Context: an optimization exercise on an open-source flow, tuned for small area, a short achievable clock period and few clock cycles per item. The choices shown serve that exercise and are no tape-out recipe. In this exercise RTL edits were held to simulation tests only and were not proved equivalent to the original.

==> flow/design.v (excerpt) <==
module bunting_aes256 (
    input  wire         clk,
    input  wire         rst,         
    input  wire [255:0] key,         
    input  wire         in_valid,
    output wire         in_ready,
    input  wire [127:0] in_block,    
    output reg          out_valid,
    output wire [127:0] out_block    
);
Settings: LEC_CHECK=0, CAP_MARGIN=20, CORE_MARGIN=2, CORE_UTILIZATION=40, SETUP_SLACK_MARGIN=4, SLEW_MARGIN=20, SYNTH_HIERARCHICAL=1, SYNTH_MINIMUM_KEEP_SIZE=0; clock period 7.0 ns.
run.sh (not shown) runs the stock make flow with config.mk's settings and CLKGATE_MAP_FILE= SYNTH_SCRIPT=/design/flow/synth_recipe.tcl, a recipe that flattens the netlist after the stock synthesis.
The baseline finished clean.
Testbench counts at the start, summed over its fixed seeds: cycles 11,232, blocks 1,600.
Next try:
- SETUP_SLACK_MARGIN: 4 -> unset
Synthesized cell count stays the same.
Critical path depth fell by 5.
Global-route usage fell by 6.1 points.
Die area stays the same.
Wire length fell by a quarter to a third.
Non-clock buffer count fell by 1836.
Clock-buffer cell count fell by 16.
Area after synthesis is unchanged.
Next try:
- SETUP_SLACK_MARGIN: unset -> 3
Effect: Utilization increases by 23 points. Design area grows by 49%. Via count went up by 19%. Routed wire length is higher by 28%. Global-route usage rises by 2.9 points. Worst setup slack gains 1.3 ns.

========
## run 1
bunting_aes256, a different RTL version from the one above (not shown whole).
Size in the first run: ~1400 flip-flops, about 520 I/O pins, about 92000 sq um of cells after synthesis.
Settings: LEC_CHECK=0, CAP_MARGIN=20, CORE_MARGIN=2, CORE_UTILIZATION=55, SETUP_SLACK_MARGIN=4.0, SLEW_MARGIN=20, SYNTH_HIERARCHICAL=1, SYNTH_MINIMUM_KEEP_SIZE=0; clock period 7.0 ns.
Testbench counts of run 1, summed over its fixed seeds: cycles 11,448, blocks 1,600.
Here is what was changed in the inputs of run 2 compared with run 1.
Settings: a change of CORE_UTILIZATION from 55 to 40.
--- outcome ---
Summary of run 2 over run 1: sum of routed wire length over all layers increased 5.8%. Worst-case reg-to-reg path depth was higher in the run labelled run 1. Going from run 1 to run 2, post-route cell area grows by about 1.4%. The maximum clock frequency of run 2 is lower than that of run 1. Run 1 -> run 2: number of clock buffers in the layout increased by more than 10%.
Modified inputs, run 3 compared to run 2
Settings: CORE_UTILIZATION now 55, was 40; CTS_CLUSTER_DIAMETER now 60, previously not set; CTS_CLUSTER_SIZE now 40, previously not set.
[summary]
All of run 3 and run 2 finish clean. Run 3 vs. run 2: share of final-layout standard cells stronger than drive strength 1 went down by 0.42 points. Comparing run 3 and run 2, the lower routed wire length is on run 3. Taking run 2 as the reference point, the effective utilization at floorplan of run 3 rises by 15 points. From run 2 to run 3 the numbers moved as follows: final critical path time including I/O delays and setup went down 0.10 ns.
The following lists how run 4 was set up differently from run 3:
Settings: SETUP_SLACK_MARGIN changed from 4.0 to 4.3.
- Run 3 has higher count of clock buffers in the final design than run 4.
- From run 4 to run 3, post-synthesis cell area did not move at all.
- Re via density per instance: run 4 is about 0.65% up on run 3.
- Total routed wire length on the met1 layer was higher in run 4 than in run 3.
Input changes introduced in run 5 (baseline for comparison: run 4):
Settings: CTS_CLUSTER_DIAMETER no longer set, was 60; CTS_CLUSTER_SIZE now 30, was 40; SETUP_SLACK_MARGIN now 4.0, was 4.3; CTS_BUF_LIST now sky130_fd_sc_hd__clkbuf_4 sky130_fd_sc_hd__clkbuf_8, previously not set.
==> comparison <==
- Run 5 ends up with a via count of the routed design that is 1090 lower than in run 4.
- Taking run 4 as the reference, in run 5 first-pass GRT wire length has decreased; hold slack has decreased; clock tree cell share of total cell area has increased; total global routing overflow has remained practically unchanged.
- Final clock period utilization by the worst path ends up lower on run 4.

========
Setup of yarrow:
bunting_aes256, a different RTL version from the one above (not shown whole).
For scale: about 27000 cells after synthesis, roughly 520 I/O pins.
export LEC_CHECK = 0
export CAP_MARGIN = 20
export CORE_MARGIN = 2
export CORE_UTILIZATION = 68
export CTS_CLUSTER_DIAMETER = 60
export CTS_CLUSTER_SIZE = 30
export SETUP_SLACK_MARGIN = 4.2
export SLEW_MARGIN = 20
export SYNTH_HIERARCHICAL = 1
export SYNTH_MINIMUM_KEEP_SIZE = 0
create_clock -name core_clock -period 7.0 [get_ports {clk}]
The flow completed for yarrow, but it is not clean: the layout still shows capacitance limit, slew limit.
Testbench counts of yarrow, summed over its fixed seeds: cycles 3,456, blocks 1,600.
## Diff of input files: tundra against yarrow
# yarrow
export LEC_CHECK = 0
export CAP_MARGIN = 20
export CORE_MARGIN = 2
export CORE_UTILIZATION = 68
export CTS_CLUSTER_DIAMETER = 60
export CTS_CLUSTER_SIZE = 30
export SETUP_SLACK_MARGIN = 4.2
export SLEW_MARGIN = 20
export SYNTH_HIERARCHICAL = 1
export SYNTH_MINIMUM_KEEP_SIZE = 0
create_clock -name core_clock -period 7.0 [get_ports {clk}]
# tundra
export LEC_CHECK = 0
export CAP_MARGIN = 20
export CORE_MARGIN = 2
export CORE_UTILIZATION = 55
export CTS_CLUSTER_DIAMETER = 60
export CTS_CLUSTER_SIZE = 30
export SETUP_SLACK_MARGIN = 4.0
export SLEW_MARGIN = 20
export SYNTH_HIERARCHICAL = 1
export SYNTH_MINIMUM_KEEP_SIZE = 0
create_clock -name core_clock -period 7.0 [get_ports {clk}]
Findings:
Having completed the whole flow, tundra delivered a layout that passed the timing, design-rule and antenna checks. tundra: pre-CTS setup slack 360 ps below yarrow. Number of buffers created by CTS (tundra vs. yarrow) increases by more than 10%.
Edits applied to the flow inputs when going from tundra to delta:
# tundra
export LEC_CHECK = 0
export CAP_MARGIN = 20
export CORE_MARGIN = 2
export CORE_UTILIZATION = 55
export CTS_CLUSTER_DIAMETER = 60
export CTS_CLUSTER_SIZE = 30
export SETUP_SLACK_MARGIN = 4.0
export SLEW_MARGIN = 20
export SYNTH_HIERARCHICAL = 1
export SYNTH_MINIMUM_KEEP_SIZE = 0
create_clock -name core_clock -period 7.0 [get_ports {clk}]
# delta
export LEC_CHECK = 0
export CAP_MARGIN = 20
export CORE_MARGIN = 2
export CORE_UTILIZATION = 60
export CTS_CLUSTER_DIAMETER = 60
export CTS_CLUSTER_SIZE = 30
export SETUP_SLACK_MARGIN = 4.2
export SLEW_MARGIN = 20
export SYNTH_HIERARCHICAL = 1
export SYNTH_MINIMUM_KEEP_SIZE = 0
create_clock -name core_clock -period 7.0 [get_ports {clk}]
### Flow results
Looking at required time of the critical path, delta sits below tundra.
Total detailed-routing wirelength improves in delta relative to tundra.
Compared to tundra, delta has die extent in x 4.2% lower.
Relative to tundra, part of the cycle the worst path needs decreased by 0.72 points in delta.
Going from tundra to delta, the global-route total usage across every layer was found to have gone up by 2.1 points.
delta vs tundra, design area went up by 0.012 mm^2.
The maximum number of pins on one net before global-route repair of delta exceeds that of tundra by about 15%.
Least setup slack across all paths after layout sits higher in delta than in tundra.

-- afterwards: timing with drivers on the ports --
The flow's constraints put no driver on any port. The routed layouts listed below were extracted and timed again, unchanged, in two steps. Step 1 sets driving cells, clkbuf_16 on the clock port and buf_2 on the other inputs (assumed; they add their load-dependent delay and slew). Step 2, shift: input delay + t, output delay - t, t = (earliest + latest rising clock arrival at the registers) / 2. This alone moves slack from input paths to output paths. Three values: ideal ports, drivers, drivers and shift; two values: the first two.
run | shift t [ns] | setup WS [ns] | slew at the worst register clock pin (ns) | cell pins on the clock port's net
the first run of note 1 | 0.808 | 2.244 / 2.244 / 2.244 | 0.07 / 0.07 | 1
the second run of note 1 | 0.791 | 0.717 / 0.717 / 0.717 | 0.07 / 0.07 | 1
the third run of note 1 | 0.843 | 1.982 / 1.982 / 1.982 | 0.08 / 0.08 | 1
run 1 | 0.883 | 4.007 / 3.996 / 3.337 | 0.07 / 0.07 | 1
run 2 | 0.919 | 3.952 / 3.952 / 3.279 | 0.07 / 0.07 | 1
run 3 | 0.873 | 4.052 / 4.008 / 3.283 | 0.10 / 0.10 | 1
run 4 | 0.859 | 4.129 / 4.129 / 3.511 | 0.10 / 0.10 | 1
run 5 | 1.052 | 4.014 / 3.982 / 3.182 | 0.07 / 0.07 | 1
yarrow | 1.145 | 3.833 / 3.833 / 3.434 | 0.11 / 0.11 | 1
tundra | 1.186 | 3.977 / 3.890 / 3.193 | 0.11 / 0.11 | 1
delta | 1.175 | 4.027 / 3.890 / 3.558 | 0.11 / 0.11 | 1
The setup slack of run 5, which loses most, moves by -0.032 ns with the drivers and by -0.832 ns with both steps.
